Background: an optimization exercise with open tools, aiming at small area and a short achievable clock period. Do not read the settings as production practice. The RTL was checked by simulation tests, not by an equivalence proof against the original design. Power and IR drop assume default switching activity.

File: design/flow/flow/run.sh
#!/bin/bash
# The standard layout (the standard.sh: ORFS synthesis through finish),
# with every input and output port buffered by sky130_fd_sc_hd__buf_1
# instead of the cell buffer_ports picks by itself.
set -euo pipefail
export BUFFER_PORTS_ARGS="-buffer_cell sky130_fd_sc_hd__buf_1"
bash standard.sh finish > standard_flow.log 2>&1
File: design/flow/standard.sh
#!/bin/bash
# synth_recipe.tcl (not shown) runs the flow's synth.tcl, then flattens the netlist and writes it again
# the make line also repeats each setting of config.mk as NAME=value (left out here)
make -C /OpenROAD-flow-scripts/flow DESIGN_CONFIG=/design/flow/config.mk WORK_HOME=/design/flow/orfs CLKGATE_MAP_FILE= SYNTH_SCRIPT=/design/flow/synth_recipe.tcl "${@:-finish}"
File: design/flow/config.mk
export PLATFORM = sky130hd
export DESIGN_NAME = lane_contrib
export DESIGN_NICKNAME = lane_contrib
export VERILOG_FILES = /design/flow/design.v
export SDC_FILE = /design/flow/constraint.sdc
export NUM_CORES = 4
export LEC_CHECK = 0
export CAP_MARGIN = 20
export CORE_MARGIN = 2
export CORE_UTILIZATION = 40
export SLEW_MARGIN = 20
File: design/flow/constraint.sdc
create_clock -name core_clock -period 16.0 [get_ports {clk}]
set_input_delay 3.2000 -clock core_clock [delete_from_list [all_inputs] [get_ports {clk}]]
set_output_delay 3.2000 -clock core_clock [all_outputs]
set_load 0.01 [all_outputs]
File: design/flow/design.v
module lane_contrib (
    input  wire          clk,
    input  wire          rst,
    input  wire          in_valid,
    input  wire          m_kind4,
    input  wire [3:0]    m_count,
    input  wire [4:0]    m_exp,
    input  wire [1:0]    w_fmt,       
    input  wire [7:0]    w_scale,
    input  wire [7:0]    w_offset,
    input  wire [63:0]   w_code,
    input  wire [127:0]  esc_entry,
    input  wire [7:0]    esc_ok,
    output reg           out_valid,
    output reg  [255:0]  out_contrib,
    output reg  [7:0]    out_sat,
    output reg  [7:0]    out_nonfin,
    output reg  [7:0]    out_escovr
);
    reg v1, v2;
    always @(posedge clk) begin
        if (rst) begin
            v1 <= 1'b0; v2 <= 1'b0; out_valid <= 1'b0;
        end else begin
            v1 <= in_valid; v2 <= v1; out_valid <= v2;
        end
    end
    wire [4:0] mq = m_kind4 ? {m_count[3], m_count} : {1'b0, m_count};
    wire [4:0] me = m_kind4 ? m_exp : 5'd0;
    wire block    = w_fmt[1];
    wire constant = block && (w_scale == 8'd0);
    wire esc_bs4  = block && !w_fmt[0];    
    wire signed [9:0] rb = -10'sd90 - $signed({5'd0, me});
    wire signed [8:0] es = block ? 9'sd248 - $signed({1'b0, w_scale}) : 9'sd121;
    wire d0_one = mq[0];
    wire d0_two = mq[1] & ~mq[0];
    wire d1_one = mq[2] ^ mq[1];
    wire d1_two = (mq[3] & ~mq[2] & ~mq[1]) | (~mq[3] & mq[2] & mq[1]);
    wire d2_one = mq[4] ^ mq[3];
    reg signed [9:0] rb_1;
    always @(posedge clk) rb_1 <= rb;
    genvar i;
    generate
        for (i = 0; i < 8; i = i + 1) begin : g_lane
            wire [7:0]  code  = w_code[8*i +: 8];
            wire [15:0] entry = esc_entry[16*i +: 16];
            wire        ok    = esc_ok[i];
            wire escc = esc_bs4 && (code[3:0] == 4'b1000);
            wire esc  = escc && !constant;
            wire [7:0] b_exp = entry[14:7];
            wire [6:0] b_man = entry[6:0];
            wire b_ff  = (b_exp == 8'hFF);
            wire b_nan = b_ff && (b_man != 7'd0);
            wire [8:0] q  = w_fmt[0] ? {code[7], code} : {{5{code[3]}}, code[3:0]};
            wire [8:0] aw = escc ? ((ok && !b_nan) ? {2'b01, b_man} : 9'd0) : q;
            wire [8:0] a  = constant ? {w_offset[7], w_offset} : aw;
            wire [8:0] e  = constant ? 9'sd121 : escc ? {1'b0, ~b_exp} : es;
            wire flip = esc & entry[15];
            reg  [8:0] a_1, e_1;
            reg        o0_1, t0_1, o1_1, t1_1, o2_1;    
            reg        n0_1, n1_1, n2_1, nf_1, eo_1;    
            always @(posedge clk) begin
                a_1  <= a;
                e_1  <= e;
                o0_1 <= d0_one;
                t0_1 <= d0_two;
                o1_1 <= d1_one;
                t1_1 <= d1_two;
                o2_1 <= d2_one;
                n0_1 <= mq[1] ^ flip;
                n1_1 <= mq[3] ^ flip;
                n2_1 <= mq[4] ^ flip;
                nf_1 <= esc && ok && b_ff;
                eo_1 <= esc && !ok;
            end
            wire signed [9:0] r = rb_1 + {e_1[8], e_1};
            wire big   = r[9];                             
            wire under = !r[9] && (r > 10'sd43);           
            wire [9:0] a10 = {a_1[8], a_1};
            wire [9:0] m0 = (o0_1 ? a10 : 10'd0) | (t0_1 ? {a_1, 1'b0} : 10'd0);
            wire [9:0] m1 = (o1_1 ? a10 : 10'd0) | (t1_1 ? {a_1, 1'b0} : 10'd0);
            wire [9:0] m2 = (o2_1 ? a10 : 10'd0);
            wire [9:0] u0 = m0 ^ {10{n0_1}};
            wire [9:0] u1 = m1 ^ {10{n1_1}};
            wire [9:0] u2 = m2 ^ {10{n2_1}};
            wire sg0 = u0[9], sg1 = u1[9];
            wire [13:0] ra  = {sg0 | sg1, sg0 ^ sg1, sg0, sg0, u0};
            wire [13:0] rbw = {2'b00, u1, 1'b0, n0_1};
            wire [13:0] rcw = {u2, 1'b0, n1_1, 2'b00};
            wire [13:0] rd  = {9'd0, n2_1, 4'd0};
            wire [13:0] x1 = ra ^ rbw ^ rcw;
            wire [13:0] y1 = ((ra & rbw) | (ra & rcw) | (rbw & rcw)) << 1;
            wire [13:0] x2 = x1 ^ y1 ^ rd;
            wire [13:0] y2 = ((x1 & y1) | (x1 & rd) | (y1 & rd)) << 1;
            wire [13:0] sum = x2 + y2;
            reg [12:0] p_2;
            reg [5:0]  r_2;
            reg        big_2, zero_2, nf_2, eo_2;
            always @(posedge clk) begin
                p_2    <= sum[12:0];
                r_2    <= r[5:0];
                big_2  <= big;
                zero_2 <= under;
                nf_2   <= nf_1;
                eo_2   <= eo_1;
            end
            wire [12:0] pz = zero_2 ? 13'd0 : p_2;
            wire sgn = pz[12];
            wire [11:0] u = pz[11:0] ^ {12{sgn}};
            reg  [11:0] t;       
            reg  [11:0] z;       
            integer k;
            always @(*) begin
                t[11] = u[11];
                for (k = 10; k >= 0; k = k - 1) t[k] = t[k+1] | u[k];
                z[0] = !pz[0];
                for (k = 1; k < 12; k = k + 1) z[k] = z[k-1] & !pz[k];
            end
            wire nz   = sgn | t[0];
            wire [15:0] tv = {4'd0, t};
            wire lovf = (r_2[5:4] == 2'b00) && tv[r_2[3:0]];
            wire sat  = big_2 ? nz : lovf;
            wire signed [43:0] wide = {pz, 31'd0};
            wire [43:0] y = wide >>> r_2;
            wire rgt = r_2[5] && !r_2[4];
            wire [3:0]  gi = r_2[3:0];
            wire [15:0] gv = {4'd0, pz[11:0]};
            wire [15:0] sv = {3'd0, ~z[11:0], 1'b0};    
            wire g  = gv[gi];
            wire st = sv[gi];
            wire inc = rgt && g && (st || y[0]);
            wire [13:0] yr = y[13:0] + {13'd0, inc};
            wire [31:0] res = rgt ? {{18{yr[13]}}, yr} : y[31:0];
            always @(posedge clk) begin
                out_contrib[32*i +: 32] <= sat ? {sgn, {31{!sgn}}} : res;
                out_sat[i]    <= sat;
                out_nonfin[i] <= nf_2;
                out_escovr[i] <= eo_2;
            end
        end
    endgenerate
endmodule
==> qor.yml, run 1 <==
clocking:
  cts_hold_buffers: 0
  path_clk_slew_ns: 0.06
  cts_buffer_depth: 3
  cts_root_buffer: "clkbuf_16"
  clock-sinks: 662
  cts_tree: "done"
  post-cts-setup-buffers: 0
  cts_resized: 0
  htree_num_levels: 3
  cts_made_buffers: 79
  clk_latency_ns: 0.66
floorplanning:
  io_pins: 512
  num_rows: 125
  fp.coreArea_sq_mm: 0.116
  initial_core_util: 0.403
  die_area_sq_mm: 0.120
  die_h_um: 346
  die_x_um: 346
logic_synthesis:
  synthesis.nets: 6311
  synth.distinct_cells: 108
  ys_ff_latch: 662
  synth_edf_count: 0
  postSynth.asyncResetShare: 0
  synth_area_sq_mm: 0.0469
  syn_inst: 5766
  ys_seq_area_frac: 0.283
  ys.flop_type: "dfxtp_1"
  ys_warn_count: 1
  avgSynthCellArea_sq_um: 8.13
place:
  placed_cells: 7443
  dp_hpwl_mm: 126
  port_buffers: 511
  place_congestion: 1.05
route:
  firstDrtPassIters: 8
  routed-via-count: 45600
  drt-total-wl_mm: 169
  vias_per_cell: 6.01
  drc_errors: 0
  wl_per_cell_um: 22.3
  drtIter0Drc: 4928
  ant_nets: 0
global_routing:
  grt_first_pass_wirelength_mm: 255
  antenna_found_initial: 34
  grt_max_degree: 83
  grt_pass1_vias: 41800
  track_usage: 0.269
  grt_overflow_total: 0
timing:
  max-slew-margin-rel: 0.178
  fin_skew_ns: 0.0177
  setup_viol: 0
  rsz0062_at_grt: "false"
  drv_slew: 0
  min_period_ns: 5.48
  tns_ns: 0
  fmax_mhz: 182
  worst_slew_pin_slew_ns: 1.23
  fin_crit_sh: 0.343
  hold_viol: 0
finish:
  finalNonFillerCells: 7590
  nFillCells: 11800
  syn_to_final_growth_pct: 11.3
  drive_gt1_frac: 0.0644
  nNetsFinal: 6546
worst_setup_path:
  arrival_ns: 5.97
  critPathLaunchType: "input pin"
  crit_fanout: 82
  crit_required_ns: 16.49
  criticalPathCategory: "in2reg"
  endpoint_kind: "flop"
power:
  power.total_mw: 9.79
  power_density_mw_per_mm2: 188
  max-vdd-ir-drop_mv: 0.0978
  leakagePower_nw: 20.6
run_status:
  outcome: "no timing/DRC/antenna violations"
run:
  cap_viol_max_count: 0
worst_hold_path:
  hold_path.class: "reg2reg"
## area by class of cell
cell class | instances | area, sq um | share of cell area
antenna | 6 | 15.0 | 0.000288
clock buffer | 108 | 2290 | 0.0439
clock inverter | 32 | 347 | 0.00664
inverter | 255 | 957 | 0.0183
multi-input combinational | 4430 | 31000 | 0.594
sequential | 662 | 13300 | 0.254
tap | 1524 | 1910 | 0.0365
timing repair buffer | 573 | 2390 | 0.0458
## path summary, 6_finish.rpt
check | endpoint | slack, ns | cells after the start | from
min | g_lane[1].eo_2 | 0.33 | 0 | g_lane[1].eo_1
max reg2reg | g_lane[5].p_2[11] | 11.39 | 15 | g_lane[1].o1_1
min reg2reg | g_lane[1].eo_2 | 0.33 | 0 | g_lane[1].eo_1
max | g_lane[7].a_1[1] | 10.52 | 6 | w_scale[4]
## registers in the layout, summed over array words and instances (netlist names), 48 cells and up
| signal | count |
|---|---|
| g_lane.r_2 | 48 |
| g_lane.a_1 | 72 |
| g_lane.e_1 | 72 |
| g_lane.p_2 | 104 |
| out_contrib | 256 |
## through the flow
stage / instance area [sq um] / hold slack [ns] / setup WS, ns / util
2_1_floorplan: 46900 / 0.310 / 10.97 / -
3_3_place_gp: 49500 / 0.312 / 10.08 / 0.426
3_5_place_dp: 49500 / 0.312 / 9.97 / 0.426
4_1_cts: 52200 / 0.326 / 10.67 / 0.449
5_1_grt: 52200 / 0.330 / 10.46 / 0.449
6_report: 52200 / 0.327 / 10.52 / 0.449
## cell families (layout without fill, tap and decap cells)
logic type      after synthesis  count (layout)  share of synthesized area
mux                         216             216                     0.0560
buf+inv                     674             968                     0.0568
xor+xnor                    475             475                     0.0887
flops                       662             662                      0.283
fa+ha+maj                   314             314                     0.0966
simple gates               1731            1731                      0.179
compound gates             1694            1694                      0.240
other cells                   0               6                          0
## report_power, final
| group | switching, mW | internal, mW | leakage (nW) | total, mW |
|---|---|---|---|---|
| Clock | 0.771 | 1.07 | 1.28 | 1.85 |
| Sequential | 0.582 | 2.23 | 5.55 | 2.82 |
| Combinational | 3.16 | 1.96 | 13.8 | 5.12 |
| Total | 4.52 | 5.27 | 20.6 | 9.79 |
## per-layer routing
| layer | wire (um) | share of wire | global-route usage |
|---|---|---|---|
| met1 | 72300 | 0.43 | 0.366 |
| met2 | 73700 | 0.44 | 0.413 |
| met3 | 19200 | 0.11 | 0.0837 |
| met4 | 3840 | 0.023 | 0.0652 |
| met5 | 89 | 0.00053 | 0 |
## critical path: stages
cell and delay, ns:
buf_1 0.13, nor4_1 0.38, nand4b_1 0.62, buf_4 0.66
nor2_2 0.83, nor2_1 0.14
## cells in the final DEF, fill, tap and decap left out, types with 21 or more instances in the layout
cell type  instances
nor2b_1           92
nand2_1          527
o221ai_1          30
nor4_1            43
nand2b_1          61
and2_1            32
nand4_1           43
nor3_1           148
ha_1             234
a31oi_1           97
a21o_1            57
dfxtp_1          656
or3_1             43
o21a_1            43
nor2_1           448
o21bai_1          32
o22ai_1           67
mux2i_1          129
mux2_2            56
or2_2             31
a22oi_1          161
and3_1            31
a21oi_1          341
nand3b_1          21
o211ai_1          52
clkbuf_16         82
fa_1              80
a221oi_1          34
o31ai_1           72
a211oi_1          66
o21ai_0          363
nand3_1           99
o22a_1            21
inv_1            238
buf_4             61
mux4_2            30
buf_1            509
xnor2_1          296
xor2_1           178
## Yosys cell counts, types with 17 or more instances
library cell,number,area share
a211o_1,17,0.0032
a211oi_1,67,0.011
a21boi_0,17,0.0027
a21o_1,57,0.0091
a21oi_1,341,0.036
a221oi_1,34,0.0064
a22oi_1,161,0.026
a31oi_1,97,0.013
and2_1,32,0.0043
and3_1,31,0.0041
buf_1,55,0.0044
buf_2,42,0.0045
clkbuf_1,306,0.024
dfxtp_1,662,0.28
fa_1,80,0.034
ha_1,234,0.062
inv_1,238,0.019
mux2_2,56,0.013
mux2i_1,129,0.028
mux4_2,30,0.014
nand2_1,527,0.042
nand2b_1,61,0.0081
nand3_1,99,0.011
nand3b_1,21,0.0034
nand4_1,43,0.0057
nand4b_1,17,0.0032
nor2_1,454,0.036
nor2b_1,93,0.012
nor3_1,149,0.016
nor4_1,43,0.0057
o211ai_1,52,0.0083
o21a_1,43,0.0069
o21ai_0,364,0.039
o21bai_1,32,0.0051
o221ai_1,30,0.0056
o22a_1,21,0.0039
o22ai_1,67,0.0089
o31ai_1,73,0.012
or2_2,31,0.0041
or3_1,43,0.0057
or4_1,20,0.0032
xnor2_1,296,0.055
xor2_1,179,0.033
==> inputs of run 2 (changes only) <==
==> design/flow/config.mk (replaced) <==
export PLATFORM = sky130hd
export DESIGN_NAME = lane_contrib
export DESIGN_NICKNAME = lane_contrib
export VERILOG_FILES = /design/flow/design.v
export SDC_FILE = /design/flow/constraint.sdc
export NUM_CORES = 4
export LEC_CHECK = 0
export CAP_MARGIN = 50
export CORE_MARGIN = 2
export CORE_UTILIZATION = 60
export SLEW_MARGIN = 75
==> run 2 against run 1 <==
Die area fell by 33%. Clock power fell by 3%. Sequential power barely moved. Global-route usage rose by 11 points. Cell area rose by 4.8%. Power rose by 5.2%. Non-clock buffer count rose by 96. Critical endpoint is now g_lane[6].n2_1.
==> qor.yml, run 2 <==
finish:
  reg_top3: "out_contrib: 256 flops, g_lane.p_2: 104 flops"
  fin_util: 0.706  # +0.257
  post-route-cell-area_sq_mm: 0.0547  # +4.8%
  final_common_cell: "dfxtp_1"
  finalNonFillerCells: 7207  # -5.0%
  drive_gt1_frac: 0.136  # +0.0714
  layout_common_cells: "589 x dfxtp_1, 530 x buf_1, 509 x nand2_1"
  largest_reg_flops: 256  # unchanged
  top_register: "out_contrib"
  nNetsFinal: 6636  # +1.4%
  syn_to_final_growth_pct: 16.6
timing:
  hold_viol: 0  # unchanged
  fin_crit_sh: 0.288  # -0.0553
  worst_slew_pin_slew_ns: 0.406  # -0.826 ns
  max-slew-margin-rel: 0.722  # +0.544
  fin_skew_ns: 0.0374  # +0.0197 ns
  fmax_mhz: 217  # +19%
  min_period_ns: 4.60  # -0.885 ns
  rsz0062_at_grt: "false"
  final.setup.worst_slack_ns: 11.40  # +0.885 ns
  drv_slew: 0  # unchanged
  setup_viol: 0  # unchanged
  holdWs_ns: 0.318  # -0.00882 ns
  tns_ns: 0  # unchanged
logic_synthesis:
  synth_edf_count: 0  # unchanged
  synth.most_common_cell: "dfxtp_1"
  postSynth.asyncResetShare: 0  # unchanged
  avgSynthCellArea_sq_um: 8.13  # unchanged
  ys_ff_latch: 662  # unchanged
  ys.flop_type: "dfxtp_1"
  syn_inst: 5766  # unchanged
  synth_area_leader_cell: "dfxtp_1"
  ys_warn_count: 1  # unchanged
  synth.distinct_cells: 108  # unchanged
  synth_common_cells: "662 x dfxtp_1, 527 x nand2_1, 454 x nor2_1, 364 x o21ai_0, 341 x a21oi_1"
  yosysTopAreaCellShare: 0.283  # unchanged
  synth_area_sq_mm: 0.0469  # unchanged
  synthesis.nets: 6311  # unchanged
  ys_seq_area_frac: 0.283  # unchanged
  synth_area_leaders: "dfxtp_1 28%, ha_1 6.2%, xnor2_1 5.5%"
place:
  dp_hpwl_mm: 120  # -5.0%
  placed_cells: 7042  # -5.4%
  place_congestion: 1.04  # -0.79%
  place_ws_ns: 10.84  # +0.862 ns
  port_buffers: 511  # unchanged
  postPlaceCellArea_sq_mm: 0.0511  # +3.2%
floorplanning:
  die_area_sq_mm: 0.0804  # -33%
  io_pins: 512  # unchanged
  initial_core_util: 0.605  # +0.202
  die_x_um: 284  # -18%
  die_h_um: 284  # -18%
  num_rows: 102  # -18%
  fp.coreArea_sq_mm: 0.0775  # -33%
clocking:
  cts_made_buffers: 73  # -7.6%
  cts_buffer_depth: 3  # unchanged
  clk_latency_ns: 0.64  # -0.02 ns
  cts_root_buffer: "clkbuf_16"
  cts_resized: 0  # unchanged
  cts_tree: "done"
  htree_num_levels: 3  # unchanged
  path_clk_slew_ns: 0.06  # about the same
  post-cts-setup-buffers: 0  # unchanged
  clock-sinks: 662  # unchanged
  cts_hold_buffers: 0  # unchanged
global_routing:
  grt_max_degree: 58  # -30%
  antenna_found_initial: 21  # -38%
  track_usage: 0.378  # +0.109
  grt_first_pass_wirelength_mm: 244  # -4.4%
  grt_pass1_vias: 42200  # +0.85%
  grt_overflow_total: 0  # unchanged
worst_setup_path:
  cp.buffers_inverters: 5  # +3
  critPathTopFamily: "buffers and inverters"
  crit_fanout: 42  # -49%
  crit_chain: "buf_1 -> inv_1 -> ha_4 -> nor2b_1 -> nand4b_1 -> buf_6 -> buf_8 -> buf_12 -> nand3_1 -> xor2_1"
  cp_slowest_cell: "buf_6"
  endpoint_kind: "flop"
  arrival_ns: 5.10  # -0.87 ns
  crit_required_ns: 16.50  # about the same
  critPathLaunchType: "input pin"
  criticalPathCategory: "in2reg"
  max_stage_delay_ns: 0.32  # -0.51 ns
run_status:
  outcome: "no timing/DRC/antenna violations"
route:
  ant_nets: 0  # unchanged
  routed-via-count: 46700  # +2.5%
  vias_per_cell: 6.48  # +7.9%
  firstDrtPassIters: 7  # -1
  drc_errors: 0  # unchanged
  drt-total-wl_mm: 161  # -5.1%
  wl_per_cell_um: 22.3  # about the same
  drtIter0Drc: 5599  # +14%
worst_hold_path:
  hold_path.class: "reg2reg"
power:
  leakagePower_nw: 21.6  # +4.5%
  max-vdd-ir-drop_mv: 0.147  # +51%
  power_density_mw_per_mm2: 188  # +0.45%
  power.total_mw: 10.3  # +5.2%
run:
  cap_viol_max_count: 0  # unchanged
[run 2: cell counts after synthesis]
No cell type changed its count.
[run 2: layout make-up]
type | count | area (sq um)
inverters | 255 | 971
flip-flops and latches | 662 | 13400
clock buffers | 96 | 2140
fillers | 6426 | 22800
clock inverters | 37 | 439
diodes | 18 | 45.0
well taps | 1040 | 1300
multi-input cells | 4430 | 33000
repair buffers | 669 | 3360
[run 2: routing by layer]
| layer | global-route usage | vias to the layer above | part of all wire |
|---|---|---|---|
| met5 | 0 | - | 0.00034 |
| met4 | 0.132 | 8 | 0.035 |
| met3 | 0.0962 | 373 | 0.12 |
| met2 | 0.573 | 2706 | 0.44 |
| met1 | 0.522 | 22100 | 0.41 |
| li1 | - | 21500 | - |
[run 2: path summary, 6_finish.rpt]
path | slack (ns) | cells after the start | to | from
hold reg to reg | 0.32 | 0 | g_lane[6].eo_2 | g_lane[6].eo_1
setup reg to reg | 11.79 | 17 | g_lane[5].p_2[12] | g_lane[1].o1_1
setup / recovery | 11.40 | 10 | g_lane[6].n2_1 | w_scale[0]
hold / removal | 0.32 | 0 | g_lane[6].eo_2 | g_lane[6].eo_1
[run 2: kinds of logic after synthesis]
group | count (synthesis) | synth area share
and+or+nand+nor | 1731 | 0.179
AOI/OAI and AO/OA | 1694 | 0.240
buffers and inverters | 674 | 0.0568
DFF | 662 | 0.283
xor gates and xnor gates | 475 | 0.0887
adders and majority gates | 314 | 0.0966
muxes | 216 | 0.0560
[run 2: where the power goes]
part	internal, mW	switching, mW
registers	2.25	0.597
logic	2.21	3.43
clock network	1.08	0.724
==> inputs of run 3 (changes only) <==
==> design/flow/run.sh (new file) <==
#!/bin/bash
# synth_recipe.tcl (not shown) runs the flow's synth.tcl, then flattens the netlist and writes it again
# the make line also repeats each setting of config.mk as NAME=value (left out here)
make -C /OpenROAD-flow-scripts/flow DESIGN_CONFIG=/design/flow/config.mk WORK_HOME=/design/flow/orfs CLKGATE_MAP_FILE= SYNTH_SCRIPT=/design/flow/synth_recipe.tcl finish
==> design/flow/config.mk (replaced) <==
export PLATFORM = sky130hd
export DESIGN_NAME = lane_contrib
export DESIGN_NICKNAME = lane_contrib
export VERILOG_FILES = /design/flow/design.v
export SDC_FILE = /design/flow/constraint.sdc
export NUM_CORES = 4
export LEC_CHECK = 0
export CAP_MARGIN = 20
export CORE_MARGIN = 2
export CORE_UTILIZATION = 40
export SLEW_MARGIN = 20
removed: design/flow/flow/run.sh
removed: design/flow/standard.sh
==> run 3 against run 2 <==
Setup slack got worse by 1.4 ns. Sequential share of layout area decreased by 0.70 points. Fmax decreased by 24%. Synthesized area unchanged. Synthesized cell count unchanged. Power increased by 1.2%. Die area increased by 49%. Routed wire length increased by 6.5%. Cell area increased by 1.7%. Global-route usage decreased by 10 points. Clock power increased by 9%.
==> qor.yml, run 3 <==
logic_synthesis:
  synth_edf_count: 0  # unchanged
  synth.distinct_cells: 108  # unchanged
  ys_warn_count: 1  # unchanged
  yosysTopAreaCellShare: 0.283  # unchanged
  synth_area_sq_mm: 0.0469  # unchanged
  postSynth.asyncResetShare: 0  # unchanged
  synth_common_cells: "662 x dfxtp_1, 527 x nand2_1, 454 x nor2_1, 364 x o21ai_0, 341 x a21oi_1"
  ys_ff_latch: 662  # unchanged
  synthesis.nets: 6311  # unchanged
  syn_inst: 5766  # unchanged
  synth_area_leader_cell: "dfxtp_1"
  synth.most_common_cell: "dfxtp_1"
  ys.flop_type: "dfxtp_1"
  synth_area_leaders: "dfxtp_1 28%, ha_1 6.2%, xnor2_1 5.5%"
  ys_seq_area_frac: 0.283  # unchanged
  avgSynthCellArea_sq_um: 8.13  # unchanged
worst_setup_path:
  endpoint_kind: "flop"
  arrival_ns: 6.54  # +1.44 ns
  criticalPathCategory: "in2reg"
  critPathTopFamily: "simple AND/OR/NAND/NOR gates"
  critPathLaunchType: "input pin"
  max_stage_delay_ns: 1.02  # +0.70 ns
  crit_chain: "clkdlybuf4s50_1 -> buf_4 -> nor2b_2 -> and4b_1 -> nand3_1 -> xor2_1"
  crit_fanout: 26  # -38%
  crit_required_ns: 16.51  # about the same
  cp.buffers_inverters: 2  # -3
  cp_slowest_cell: "nor2b_2"
place:
  port_buffers: 511  # unchanged
  postPlaceCellArea_sq_mm: 0.0527  # +3.2%
  placed_cells: 7448  # +5.8%
  dp_hpwl_mm: 128  # +6.8%
  place_congestion: 0.979  # -5.9%
timing:
  hold_viol: 0  # unchanged
  fmax_mhz: 166  # -24%
  fin_crit_sh: 0.377  # +0.0895
  min_period_ns: 6.03  # +1.43 ns
  rsz0062_at_grt: "false"
  drv_slew: 0  # unchanged
  worst_slew_pin_slew_ns: 1.19  # +0.788 ns
  fin_skew_ns: 0.0365  # -0.000884 ns
  max-slew-margin-rel: 0.204  # -0.518
  setup_viol: 0  # unchanged
  tns_ns: 0  # unchanged
route:
  wl_per_cell_um: 22.5  # +0.98%
  drt-total-wl_mm: 171  # +6.5%
  ant_nets: 0  # unchanged
  firstDrtPassIters: 6  # -1
  drtIter0Drc: 4937  # -12%
  drc_errors: 0  # unchanged
  vias_per_cell: 6.02  # -7.2%
  routed-via-count: 45700  # -2.1%
finish:
  syn_to_final_growth_pct: 18.6
  top_register: "out_contrib"
  drive_gt1_frac: 0.0654  # -0.0704
  reg_top3: "out_contrib: 256 flops, g_lane.p_2: 104 flops"
  finalNonFillerCells: 7602  # +5.5%
  layout_common_cells: "656 x dfxtp_1, 527 x nand2_1, 510 x clkdlybuf4s50_1"
  final_common_cell: "dfxtp_1"
  largest_reg_flops: 256  # unchanged
  fin_util: 0.479  # -0.227
  post-route-cell-area_sq_mm: 0.0556  # +1.7%
  nNetsFinal: 6550  # -1.3%
global_routing:
  grt_max_degree: 95  # +64%
  grt_pass1_vias: 42700  # +1.3%
  grt_overflow_total: 0  # unchanged
  grt_first_pass_wirelength_mm: 261  # +6.8%
  antenna_found_initial: 33  # +57%
  track_usage: 0.274  # -0.104
clocking:
  clock-sinks: 662  # unchanged
  clk_latency_ns: 0.67  # +0.03 ns
  cts_made_buffers: 78  # +6.8%
  htree_num_levels: 3  # unchanged
  cts_buffer_depth: 3  # unchanged
  cts_resized: 0  # unchanged
  cts_hold_buffers: 0  # unchanged
  path_clk_slew_ns: 0.06  # about the same
  cts_tree: "done"
  cts_root_buffer: "clkbuf_16"
  post-cts-setup-buffers: 0  # unchanged
power:
  max-vdd-ir-drop_mv: 0.120  # -18%
  power_density_mw_per_mm2: 187  # -0.50%
  leakagePower_nw: 22.1  # +2.5%
floorplanning:
  die_area_sq_mm: 0.120  # +49%
  initial_core_util: 0.403  # -0.202
  die_x_um: 346  # +22%
  fp.coreArea_sq_mm: 0.116  # +50%
  io_pins: 512  # unchanged
  num_rows: 125  # +23%
  die_h_um: 346  # +22%
run:
  cap_viol_max_count: 0  # unchanged
run_status:
  outcome: "no timing/DRC/antenna violations"
worst_hold_path:
  hold_path.class: "reg2reg"
==> run 3: kinds of logic after synthesis <==
kind of cell             synth area share
multiplexers                       0.0560
AO/OA/AOI/OAI                       0.240
adder cells (fa/ha/maj)            0.0966
XOR/XNOR                           0.0887
buffers and inverters              0.0568
AND/OR/NAND/NOR                     0.179
flip-flops                          0.283
==> run 3: path summary, 6_finish.rpt <==
path	end	cells after the start	startpoint	slack, ns
setup / recovery	g_lane[7].n2_1	6	w_fmt[1]	9.97
hold / removal	out_escovr[7]	0	g_lane[7].eo_2	0.33
setup reg to reg	g_lane[4].p_2[12]	16	g_lane[1].o1_1	11.30
hold reg to reg	out_escovr[7]	0	g_lane[7].eo_2	0.33
==> run 3: cell type report <==
cell class	instances	area [sq um]
sequential	662	13300
clock inverter	40	613
antenna	10	25.0
timing repair buffer	578	5620
multi-input combinational	4430	31000
fill	11300	60600
inverter	255	957
tap	1524	1910
clock buffer	103	2210
==> run 3: worst register-to-register path, delay by kind of cell (launching register included) <==
family          cells  cell delay (ns)
simple gates        2             0.17
compound gates      6             1.12
xor+xnor            2             0.46
buf+inv             3             0.69
flops               1             0.83
fa+ha+maj           3             1.31
==> run 3: where the power goes <==
group	total [mW]	switching, mW	internal, mW
Clock	1.96	0.786	1.18
Sequential	2.77	0.538	2.23
Combinational	5.69	3.26	2.42
==> run 3: per-stage QoR <==
stage	hold WS, ns	setup WS [ns]	total power [mW]
final	0.325	9.97	10.4
after global routing	0.329	9.92	11.1
after global placement	0.310	9.46	8.41
after floorplan	0.310	10.97	6.40
after detailed placement	0.312	9.42	8.39
after CTS	0.327	10.13	10.4
==> run 3: routing by layer <==
metal | up-vias | part of all wire | global-route usage | wire length, um
li1 | 21300 | - | - | -
met1 | 21900 | 0.44 | 0.377 | 74400
met2 | 2154 | 0.44 | 0.426 | 75000
met3 | 323 | 0.098 | 0.0649 | 16800
met4 | 14 | 0.027 | 0.0782 | 4690
met5 | - | 0.00060 | 0 | 103
==> inputs of run 4 (changes only) <==
--- a/design/flow/design.v
+++ b/design/flow/design.v
@@ -38,7 +38,11 @@
     wire d1_two = (mq[3] & ~mq[2] & ~mq[1]) | (~mq[3] & mq[2] & mq[1]);
     wire d2_one = mq[4] ^ mq[3];
     reg signed [9:0] rb_1;
-    always @(posedge clk) rb_1 <= rb;
+    reg signed [8:0] es_1;
+    always @(posedge clk) begin
+        rb_1 <= rb;
+        es_1 <= constant ? 9'sd121 : es;
+    end
     genvar i;
     generate
         for (i = 0; i < 8; i = i + 1) begin : g_lane
@@ -54,14 +58,16 @@
             wire [8:0] q  = w_fmt[0] ? {code[7], code} : {{5{code[3]}}, code[3:0]};
             wire [8:0] aw = escc ? ((ok && !b_nan) ? {2'b01, b_man} : 9'd0) : q;
             wire [8:0] a  = constant ? {w_offset[7], w_offset} : aw;
-            wire [8:0] e  = constant ? 9'sd121 : escc ? {1'b0, ~b_exp} : es;
             wire flip = esc & entry[15];
-            reg  [8:0] a_1, e_1;
+            reg  [8:0] a_1;
+            reg  [7:0] x_1;      
+            reg        esc_1;
             reg        o0_1, t0_1, o1_1, t1_1, o2_1;    
             reg        n0_1, n1_1, n2_1, nf_1, eo_1;    
             always @(posedge clk) begin
                 a_1  <= a;
-                e_1  <= e;
+                x_1  <= b_exp;
+                esc_1 <= esc;
                 o0_1 <= d0_one;
                 t0_1 <= d0_two;
                 o1_1 <= d1_one;
@@ -73,7 +79,8 @@
                 nf_1 <= esc && ok && b_ff;
                 eo_1 <= esc && !ok;
             end
-            wire signed [9:0] r = rb_1 + {e_1[8], e_1};
+            wire [8:0] e = esc_1 ? {1'b0, ~x_1} : es_1;
+            wire signed [9:0] r = rb_1 + {e[8], e};
             wire big   = r[9];                             
             wire under = !r[9] && (r > 10'sd43);           
             wire [9:0] a10 = {a_1[8], a_1};
@@ -129,8 +136,8 @@
             wire g  = gv[gi];
             wire st = sv[gi];
             wire inc = rgt && g && (st || y[0]);
-            wire [13:0] yr = y[13:0] + {13'd0, inc};
-            wire [31:0] res = rgt ? {{18{yr[13]}}, yr} : y[31:0];
+            wire [14:0] yr = {1'b0, y[13:0]} + {14'd0, inc};
+            wire [31:0] res = {y[31:14] & {18{!yr[14]}}, yr[13:0]};
             always @(posedge clk) begin
                 out_contrib[32*i +: 32] <= sat ? {sgn, {31{!sgn}}} : res;
                 out_sat[i]    <= sat;
==> design/flow/flow/run.sh (new file) <==
#!/bin/bash
# The standard layout (the standard.sh: ORFS synthesis through finish),
# with every input and output port buffered by sky130_fd_sc_hd__buf_1
# instead of the cell buffer_ports picks by itself.
set -euo pipefail
export BUFFER_PORTS_ARGS="-buffer_cell sky130_fd_sc_hd__buf_1"
bash standard.sh finish > standard_flow.log 2>&1
==> design/flow/standard.sh (new file) <==
#!/bin/bash
# synth_recipe.tcl (not shown) runs the flow's synth.tcl, then flattens the netlist and writes it again
# the make line also repeats each setting of config.mk as NAME=value (left out here)
make -C /OpenROAD-flow-scripts/flow DESIGN_CONFIG=/design/flow/config.mk WORK_HOME=/design/flow/orfs CLKGATE_MAP_FILE= SYNTH_SCRIPT=/design/flow/synth_recipe.tcl "${@:-finish}"
==> design/flow/config.mk (replaced) <==
export PLATFORM = sky130hd
export DESIGN_NAME = lane_contrib
export DESIGN_NICKNAME = lane_contrib
export VERILOG_FILES = /design/flow/design.v
export SDC_FILE = /design/flow/constraint.sdc
export NUM_CORES = 4
export LEC_CHECK = 0
export CAP_MARGIN = 50
export CORE_MARGIN = 2
export CORE_UTILIZATION = 60
export SLEW_MARGIN = 75
removed: design/flow/run.sh
==> run 4 against run 3 <==
Die area shrank 33%. Sequential cell count grew 9. Clock power shrank 9.7%. Synthesized cell count shrank 3.3%. Final cell count shrank 7.8%. Setup slack gained 1.4 ns. Global-route usage grew 9.9 points. Combinational power shrank 2%. Routed wire length shrank 8.3%. Sequential power grew 4%. Utilization grew 23 points. Still clean. Critical path type unchanged.
==> qor.yml, run 4 <==
timing:
  fmax_mhz: 216  # +31%
  tns_ns: 0  # unchanged
  min_period_ns: 4.62  # -1.41 ns
  setup_viol: 0  # unchanged
  fin_skew_ns: 0.0291  # -0.00734 ns
  fin_crit_sh: 0.289  # -0.0883
  final.setup.worst_slack_ns: 11.38  # +1.41 ns
  worst_slew_pin_slew_ns: 0.439  # -0.755 ns
  hold_viol: 0  # unchanged
  max-slew-margin-rel: 0.706  # +0.502
  drv_slew: 0  # unchanged
  rsz0062_at_grt: "false"
  holdWs_ns: 0.323  # -0.00228 ns
route:
  routed-via-count: 45500  # -0.60%
  firstDrtPassIters: 10  # +4
  ant_nets: 0  # unchanged
  drtIter0Drc: 5068  # +2.7%
  vias_per_cell: 6.48  # +7.8%
  drc_errors: 0  # unchanged
  drt-total-wl_mm: 157  # -8.3%
  wl_per_cell_um: 22.4  # -0.55%
global_routing:
  grt_max_degree: 55  # -42%
  grt_first_pass_wirelength_mm: 235  # -9.8%
  grt_overflow_total: 0  # unchanged
  track_usage: 0.373  # +0.0989
  grt_pass1_vias: 41100  # -3.8%
  antenna_found_initial: 14  # -58%
clocking:
  cts_tree: "done"
  post-cts-setup-buffers: 0  # unchanged
  cts_root_buffer: "clkbuf_16"
  path_clk_slew_ns: 0.06  # about the same
  cts_made_buffers: 75  # -3.8%
  clock-sinks: 671  # +1.4%
  cts_buffer_depth: 3  # unchanged
  htree_num_levels: 3  # unchanged
  cts_hold_buffers: 0  # unchanged
  clk_latency_ns: 0.64  # -0.03 ns
  cts_resized: 0  # unchanged
logic_synthesis:
  synthesis.nets: 6118  # -3.1%
  yosysTopAreaCellShare: 0.288  # +0.00543
  synth_edf_count: 0  # unchanged
  synth_area_leader_cell: "dfxtp_1"
  ys_seq_area_frac: 0.288  # +0.00543
  postSynth.asyncResetShare: 0  # unchanged
  ys_warn_count: 1  # unchanged
  synth_area_leaders: "dfxtp_1 29%, ha_1 6.3%, xnor2_1 5.0%"
  avgSynthCellArea_sq_um: 8.37  # +2.9%
  ys.flop_type: "dfxtp_1"
  ys_ff_latch: 671  # +1.4%
  synth.most_common_cell: "dfxtp_1"
  synth_area_sq_mm: 0.0466  # -0.55%
  syn_inst: 5573  # -3.3%
  synth.distinct_cells: 106  # -1.9%
  synth_common_cells: "671 x dfxtp_1, 405 x nand2_1, 386 x o21ai_0, 384 x nor2_1, 367 x a21oi_1"
floorplanning:
  initial_core_util: 0.604  # +0.200
  die_h_um: 283  # -18%
  fp.coreArea_sq_mm: 0.0772  # -34%
  io_pins: 512  # unchanged
  die_x_um: 283  # -18%
  die_area_sq_mm: 0.0800  # -33%
  num_rows: 102  # -18%
finish:
  drive_gt1_frac: 0.143  # +0.0780
  layout_common_cells: "586 x dfxtp_1, 531 x buf_1, 391 x nand2_1"
  largest_reg_flops: 256  # unchanged
  post-route-cell-area_sq_mm: 0.0543  # -2.3%
  final_common_cell: "dfxtp_1"
  nFillCells: 6276  # -44%
  nNetsFinal: 6450  # -1.5%
  reg_top3: "out_contrib: 256 flops, g_lane.p_2: 104 flops, g_lane.a_1: 72 flops"
  syn_to_final_growth_pct: 16.6
  top_register: "out_contrib"
  fin_util: 0.704  # +0.225
worst_setup_path:
  arrival_ns: 5.12  # -1.42 ns
  criticalPathCategory: "in2reg"
  reg2reg_depth: 11  # -5
  r2r-end: "out_contrib[8]"
  reg2reg_slack_ns: 11.61  # +0.31 ns
  critPathLaunchType: "input pin"
  endpoint_kind: "flop"
  reg2reg_from: "g_lane[0].r_2[0]"
  cp_slowest_cell: "nor2b_2"
  max_stage_delay_ns: 0.37  # -0.65 ns
  crit_fanout: 41  # +58%
  crit_required_ns: 16.50  # about the same
  crit_chain: "clkbuf_2 -> buf_6 -> nand2b_4 -> nor4_4 -> buf_1 -> nor2b_2 -> nand2_1 -> xor2_1"
power:
  power_density_mw_per_mm2: 188  # +0.26%
  max-vdd-ir-drop_mv: 0.134  # +11%
  leakagePower_nw: 21.4  # -3.4%
place:
  place_congestion: 1.02  # +3.7%
  port_buffers: 511  # unchanged
  dp_hpwl_mm: 116  # -9.2%
  place_ws_ns: 10.80  # +1.38 ns
  postPlaceCellArea_sq_mm: 0.0509  # -3.5%
run:
  cap_viol_max_count: 0  # unchanged
worst_hold_path:
  whs_path_depth: 0  # unchanged
  hp-start: "g_lane[2].nf_2"
  hold_path.class: "reg2reg"
  hold_end: "out_nonfin[2]"
run_status:
  outcome: "no timing/DRC/antenna violations"
## run 4: layer usage
metal,share of wire,up-vias,GRT usage
met3,0.10,438,0.0757
met2,0.44,2491,0.577
met4,0.046,10,0.165
met1,0.41,21500,0.503
li1,-,21000,-
met5,0.00041,-,0
## run 4: kinds of logic after synthesis
family	after synthesis	share of synthesized area
adders and majority gates	314	0.0971
buffers and inverters	617	0.0540
muxes	240	0.0598
xor gates and xnor gates	486	0.0913
AOI/OAI and AO/OA	1749	0.252
DFF	671	0.288
and+or+nand+nor	1496	0.158
## run 4: worst max path at each step
stage | slack [ns] | startpoint | to
5_1_grt | 11.27 | w_fmt[0] | g_lane[4].n2_1
6_report | 11.38 | w_fmt[0] | g_lane[4].n2_1
2_1_floorplan | 10.92 | w_scale[0] | g_lane[1].a_1[1]
3_5_place_dp | 10.80 | w_fmt[0] | g_lane[4].n2_1
4_1_cts | 11.47 | w_fmt[0] | g_lane[4].n2_1
3_3_place_gp | 10.02 | w_fmt[0] | g_lane[5].n2_1
## run 4: metrics by stage
step | total power [mW] | cells
after detailed placement | 8.14 | 6848
final | 10.2 | 7010
after global placement | 7.73 | 6792
after CTS | 9.94 | 6983
after floorplan | 6.41 | 5573
after global routing | 10.9 | 7008
## run 4: cell type report
| cell class | count | area (sq um) | area share |
|---|---|---|---|
| multi-input cells | 4285 | 32900 | 0.605 |
| flip-flops and latches | 671 | 13600 | 0.251 |
| clock buffers | 108 | 2220 | 0.0408 |
| diodes | 7 | 17.5 | 0.000322 |
| repair buffers | 651 | 3130 | 0.0575 |
| clock inverters | 27 | 303 | 0.00557 |
| inverters | 221 | 855 | 0.0157 |
| well taps | 1040 | 1300 | 0.0239 |
## run 4: power by group
part | internal (mW) | total [mW] | switching (mW)
combinational | 2.21 | 5.56 | 3.35
sequential | 2.27 | 2.89 | 0.614
clock | 1.04 | 1.77 | 0.730
## run 4: critical path, delay by kind of cell
kind / cells / cell delay, ns
buffers and inverters: 3 / 0.53
and+or+nand+nor: 4 / 1.19
xor gates and xnor gates: 1 / 0.19
==> inputs of run 5 (changes only) <==
--- a/design/flow/config.mk
+++ b/design/flow/config.mk
@@ -8,4 +8,4 @@
 export CAP_MARGIN = 50
 export CORE_MARGIN = 2
 export CORE_UTILIZATION = 60
-export SLEW_MARGIN = 75
+export SLEW_MARGIN = 85
==> run 5 against run 4 <==
The run now fails in global routing. Synthesized area unchanged. Synthesized cell count did not move.
==> qor.yml, run 5 <==
run_status:
  outcome: "aborted with a tool error"
  haltStage: "global routing"
  firstError: "[ERROR GRT-0232] Routing congestion too high. Check the congestion heatmap in the GUI."
place:
  place_congestion: 1.02  # unchanged
  dp_hpwl_mm: 145  # +25%
  port_buffers: 511  # unchanged
  place_ws_ns: 3.96  # -6.85 ns
  postPlaceCellArea_sq_mm: 0.0650  # +28%
  placed_cells: 7680  # +12%
logic_synthesis:
  avgSynthCellArea_sq_um: 8.37  # unchanged
  synth.most_common_cell: "dfxtp_1"
  syn_inst: 5573  # unchanged
  synth_area_leaders: "dfxtp_1 29%, ha_1 6.3%, xnor2_1 5.0%"
  synth.distinct_cells: 106  # unchanged
  ys_warn_count: 1  # unchanged
  synth_edf_count: 0  # unchanged
  ys_seq_area_frac: 0.288  # unchanged
  synth_area_sq_mm: 0.0466  # unchanged
  synth_area_leader_cell: "dfxtp_1"
  synth_common_cells: "671 x dfxtp_1, 405 x nand2_1, 386 x o21ai_0, 384 x nor2_1, 367 x a21oi_1"
  postSynth.asyncResetShare: 0  # unchanged
  ys_ff_latch: 671  # unchanged
  yosysTopAreaCellShare: 0.288  # unchanged
  ys.flop_type: "dfxtp_1"
  synthesis.nets: 6118  # unchanged
clocking:
  cts_buffer_depth: 3  # unchanged
  htree_num_levels: 3  # unchanged
  cts_root_buffer: "clkbuf_16"
  cts_resized: 0  # unchanged
  cts_hold_buffers: 0  # unchanged
  cts_made_buffers: 74  # -1.3%
  post-cts-setup-buffers: 0  # unchanged
  clock-sinks: 671  # unchanged
floorplanning:
  die_x_um: 283  # unchanged
  num_rows: 102  # unchanged
  io_pins: 512  # unchanged
  initial_core_util: 0.604  # unchanged
  die_h_um: 283  # unchanged
global_routing:
  grt_max_degree: 30
  track_usage: 0.965
  grt_overflow_total: 3284
run 5: power by group through the flow:
stage               logic, mW  registers, mW  clock network, mW
CTS                      8.04           2.89               1.76
detailed placement       7.92           2.91                  0
global placement         4.91           2.82                  0
floorplan                3.72           2.69                  0
run 5: worst max-delay path by stage:
stage,endpoint,slack [ns],cells after the start
after CTS,out_contrib[27],3.81,30
after detailed placement,out_contrib[27],3.96,30
after global placement,g_lane[5].n2_1,10.02,7
after floorplan,g_lane[1].a_1[1],10.92,11
run 5: cells by family after synthesis:
| kind of cell | after synthesis | synth area share |
|---|---|---|
| xor gates and xnor gates | 486 | 0.0913 |
| DFF | 671 | 0.288 |
| adders and majority gates | 314 | 0.0971 |
| and+or+nand+nor | 1496 | 0.158 |
| muxes | 240 | 0.0598 |
| AOI/OAI and AO/OA | 1749 | 0.252 |
| buffers and inverters | 617 | 0.0540 |
run 5: per-layer routing:
layer / GRT usage / overflow
met3: 0.832 / 84
met4: 1.10 / 1039
met5: 0.662 / 11
met1: 0.894 / 73
met2: 1.12 / 2077
==> inputs of run 6 (changes only) <==
--- a/design/flow/config.mk
+++ b/design/flow/config.mk
@@ -7,5 +7,5 @@
 export LEC_CHECK = 0
 export CAP_MARGIN = 50
 export CORE_MARGIN = 2
-export CORE_UTILIZATION = 60
-export SLEW_MARGIN = 85
+export CORE_UTILIZATION = 70
+export SLEW_MARGIN = 75
==> run 6 against run 5 <==
The run now finishes clean. Synthesized area did not move. Synthesized cell count stayed put.
==> qor.yml, run 6 <==
run_status:
  outcome: "no timing/DRC/antenna violations"
finish:
  syn_to_final_growth_pct: 16.2
  top_register: "out_contrib"
  final_common_cell: "dfxtp_1"
  reg_top3: "out_contrib: 256 flops, g_lane.p_2: 104 flops, g_lane.a_1: 72 flops"
  nNetsFinal: 6450
  layout_common_cells: "568 x dfxtp_1, 531 x buf_1, 391 x nand2_1"
  drive_gt1_frac: 0.148
  largest_reg_flops: 256
  finalNonFillerCells: 6833
floorplanning:
  io_pins: 512  # unchanged
  fp.coreArea_sq_mm: 0.0659
  die_x_um: 262  # -7.3%
  die_area_sq_mm: 0.0687
  die_h_um: 262  # -7.3%
  initial_core_util: 0.708  # +0.104
  num_rows: 94  # -7.8%
worst_setup_path:
  crit_required_ns: 16.52
  cp_slowest_cell: "nand2b_2"
  max_stage_delay_ns: 0.40
  critPathTopFamily: "simple AND/OR/NAND/NOR gates"
  crit_chain: "clkbuf_8 -> nand2b_2 -> nor4_4 -> buf_2 -> nor2b_2 -> nand2_1 -> xor2_1"
  critPathLaunchType: "input pin"
  cp.buffers_inverters: 2
  criticalPathCategory: "in2reg"
  endpoint_kind: "flop"
  crit_fanout: 41
  arrival_ns: 5.20
clocking:
  cts_tree: "done"
  clk_latency_ns: 0.65
  clock-sinks: 671  # unchanged
  path_clk_slew_ns: 0.07
  cts_root_buffer: "clkbuf_16"
  cts_hold_buffers: 0  # unchanged
  cts_made_buffers: 72  # -2.7%
  htree_num_levels: 3  # unchanged
  cts_resized: 0  # unchanged
  post-cts-setup-buffers: 0  # unchanged
  cts_buffer_depth: 3  # unchanged
place:
  placed_cells: 6675  # -13%
  place_congestion: 1.04  # +2.6%
  port_buffers: 511  # unchanged
  dp_hpwl_mm: 117  # -19%
route:
  drtIter0Drc: 8087
  firstDrtPassIters: 8
  drc_errors: 0
  ant_nets: 0
  wl_per_cell_um: 24.2
  routed-via-count: 48000
  drt-total-wl_mm: 165
  vias_per_cell: 7.02
logic_synthesis:
  synth.most_common_cell: "dfxtp_1"
  synth_area_leader_cell: "dfxtp_1"
  ys_warn_count: 1  # unchanged
  synth.distinct_cells: 106  # unchanged
  postSynth.asyncResetShare: 0  # unchanged
  ys_ff_latch: 671  # unchanged
  yosysTopAreaCellShare: 0.288  # unchanged
  synth_area_leaders: "dfxtp_1 29%, ha_1 6.3%, xnor2_1 5.0%"
  avgSynthCellArea_sq_um: 8.37  # unchanged
  synth_common_cells: "671 x dfxtp_1, 405 x nand2_1, 386 x o21ai_0, 384 x nor2_1, 367 x a21oi_1"
  synth_area_sq_mm: 0.0466  # unchanged
  ys_seq_area_frac: 0.288  # unchanged
  ys.flop_type: "dfxtp_1"
  syn_inst: 5573  # unchanged
  synthesis.nets: 6118  # unchanged
  synth_edf_count: 0  # unchanged
timing:
  max-slew-margin-rel: 0.714
  hold_viol: 0
  drv_slew: 0
  fmax_mhz: 214
  min_period_ns: 4.68
  fin_skew_ns: 0.0371
  holdWs_ns: 0.323
  tns_ns: 0
  setup_viol: 0
  fin_crit_sh: 0.292
  rsz0062_at_grt: "false"
  worst_slew_pin_slew_ns: 0.423
power:
  leakagePower_nw: 21.4
  max-vdd-ir-drop_mv: 0.176
  power.total_mw: 10.4
  power_density_mw_per_mm2: 192
global_routing:
  grt_first_pass_wirelength_mm: 244
  track_usage: 0.449
  antenna_found_initial: 15
  grt_pass1_vias: 43400
  grt_max_degree: 55
  grt_overflow_total: 0
run:
  cap_viol_max_count: 0
worst_hold_path:
  hold_path.class: "reg2reg"
==> run 6: kinds of logic after synthesis <==
logic type	count (synthesis)	synth area share
buffers and inverters	617	0.0540
muxes	240	0.0598
adders and majority gates	314	0.0971
and+or+nand+nor	1496	0.158
xor gates and xnor gates	486	0.0913
DFF	671	0.288
AOI/OAI and AO/OA	1749	0.252
==> run 6: worst register-to-register path, cell delays in order, from the launching register on <==
cell and delay [ns]:
dfxtp_1 0.34, buf_4 0.32, buf_8 0.20, mux2i_1 0.36, o22ai_1 0.18, mux2_2 0.32, a222oi_1 0.33, clkdlybuf4s50_1 0.59
clkdlybuf4s50_1 0.53, clkdlybuf4s50_1 0.52, clkdlybuf4s50_1 0.51, xnor2_1 0.13, o21ai_0 0.12
==> run 6: layout make-up <==
class | instances | area [sq um]
Fill cell | 4053 | 11700
Sequential cell | 671 | 13700
Inverter | 221 | 847
Multi-Input combinational cell | 4285 | 32900
Antenna cell | 9 | 22.5
Clock inverter | 34 | 493
Timing Repair Buffer | 654 | 3170
Clock buffer | 95 | 2010
Tap cell | 864 | 1080
==> run 6: per-layer routing <==
layer	vias to the layer above	routed length [um]	part of all wire	GRT usage
li1	21000	-	-	-
met1	22400	59700	0.36	0.570
met2	3641	71700	0.43	0.680
met3	844	22500	0.14	0.138
met4	10	11100	0.067	0.250
met5	-	67	0.00041	0
==> run 6: final timing paths <==
check	from	endpoint	slack, ns	depth (start not counted)
max	w_fmt[0]	g_lane[2].n2_1	11.32	7
min	g_lane[7].eo_2	out_escovr[7]	0.32	0
max reg2reg	g_lane[0].r_2[0]	out_contrib[8]	11.40	12
min reg2reg	g_lane[7].eo_2	out_escovr[7]	0.32	0
==> run 6: report_power, final <==
group          internal, mW  switching (mW)  total, mW  leakage, nW
clock network          1.06           0.739       1.79         1.21
registers              2.27           0.651       2.93         5.66
logic                  2.22            3.43       5.65         14.5
total                  5.55            4.82       10.4         21.4
==> run 6: stage by stage <==
step | instance area [sq um] | setup slack [ns] | utilization
2_1_floorplan | 46600 | 10.92 | -
3_3_place_gp | 48400 | 9.81 | 0.735
3_5_place_dp | 50600 | 10.65 | 0.768
4_1_cts | 53100 | 11.29 | 0.806
5_1_grt | 54200 | 11.18 | 0.822
6_report | 54200 | 11.32 | 0.822

-- port drivers added, routing unchanged --
No port has a modelled driver above. Below, the same layouts with a new extraction and two added sets of constraints. Step 1, drivers: a clkbuf_16 drives clk and a buf_2 each remaining input, both assumed. Step 2, shift: input delay + t, output delay - t, t = (earliest + latest rising clock arrival at the registers) / 2. This alone moves slack from input paths to output paths. Slacks: ideal ports / drivers / drivers and shift; pairs: ideal ports / drivers.
run | t (ns) | setup slack, ns | hold WS [ns]
run 1 | 0.720 | 10.515 / 10.439 / 9.718 | 0.327 / 0.327 / 0.327
run 2 | 0.695 | 11.400 / 11.438 / 10.755 | 0.318 / 0.318 / 0.318
run 3 | 0.726 | 9.967 / 10.015 / 9.289 | 0.325 / 0.325 / 0.325
run 4 | 0.695 | 11.381 / 11.433 / 10.738 | 0.323 / 0.323 / 0.323
run 6 | 0.701 | 11.320 / 11.357 / 10.663 | 0.323 / 0.323 / 0.323
After both steps every run listed still meets setup and hold. The setup slack of run 1, which loses most, moves by -0.076 ns with the drivers and by -0.797 ns with both steps.
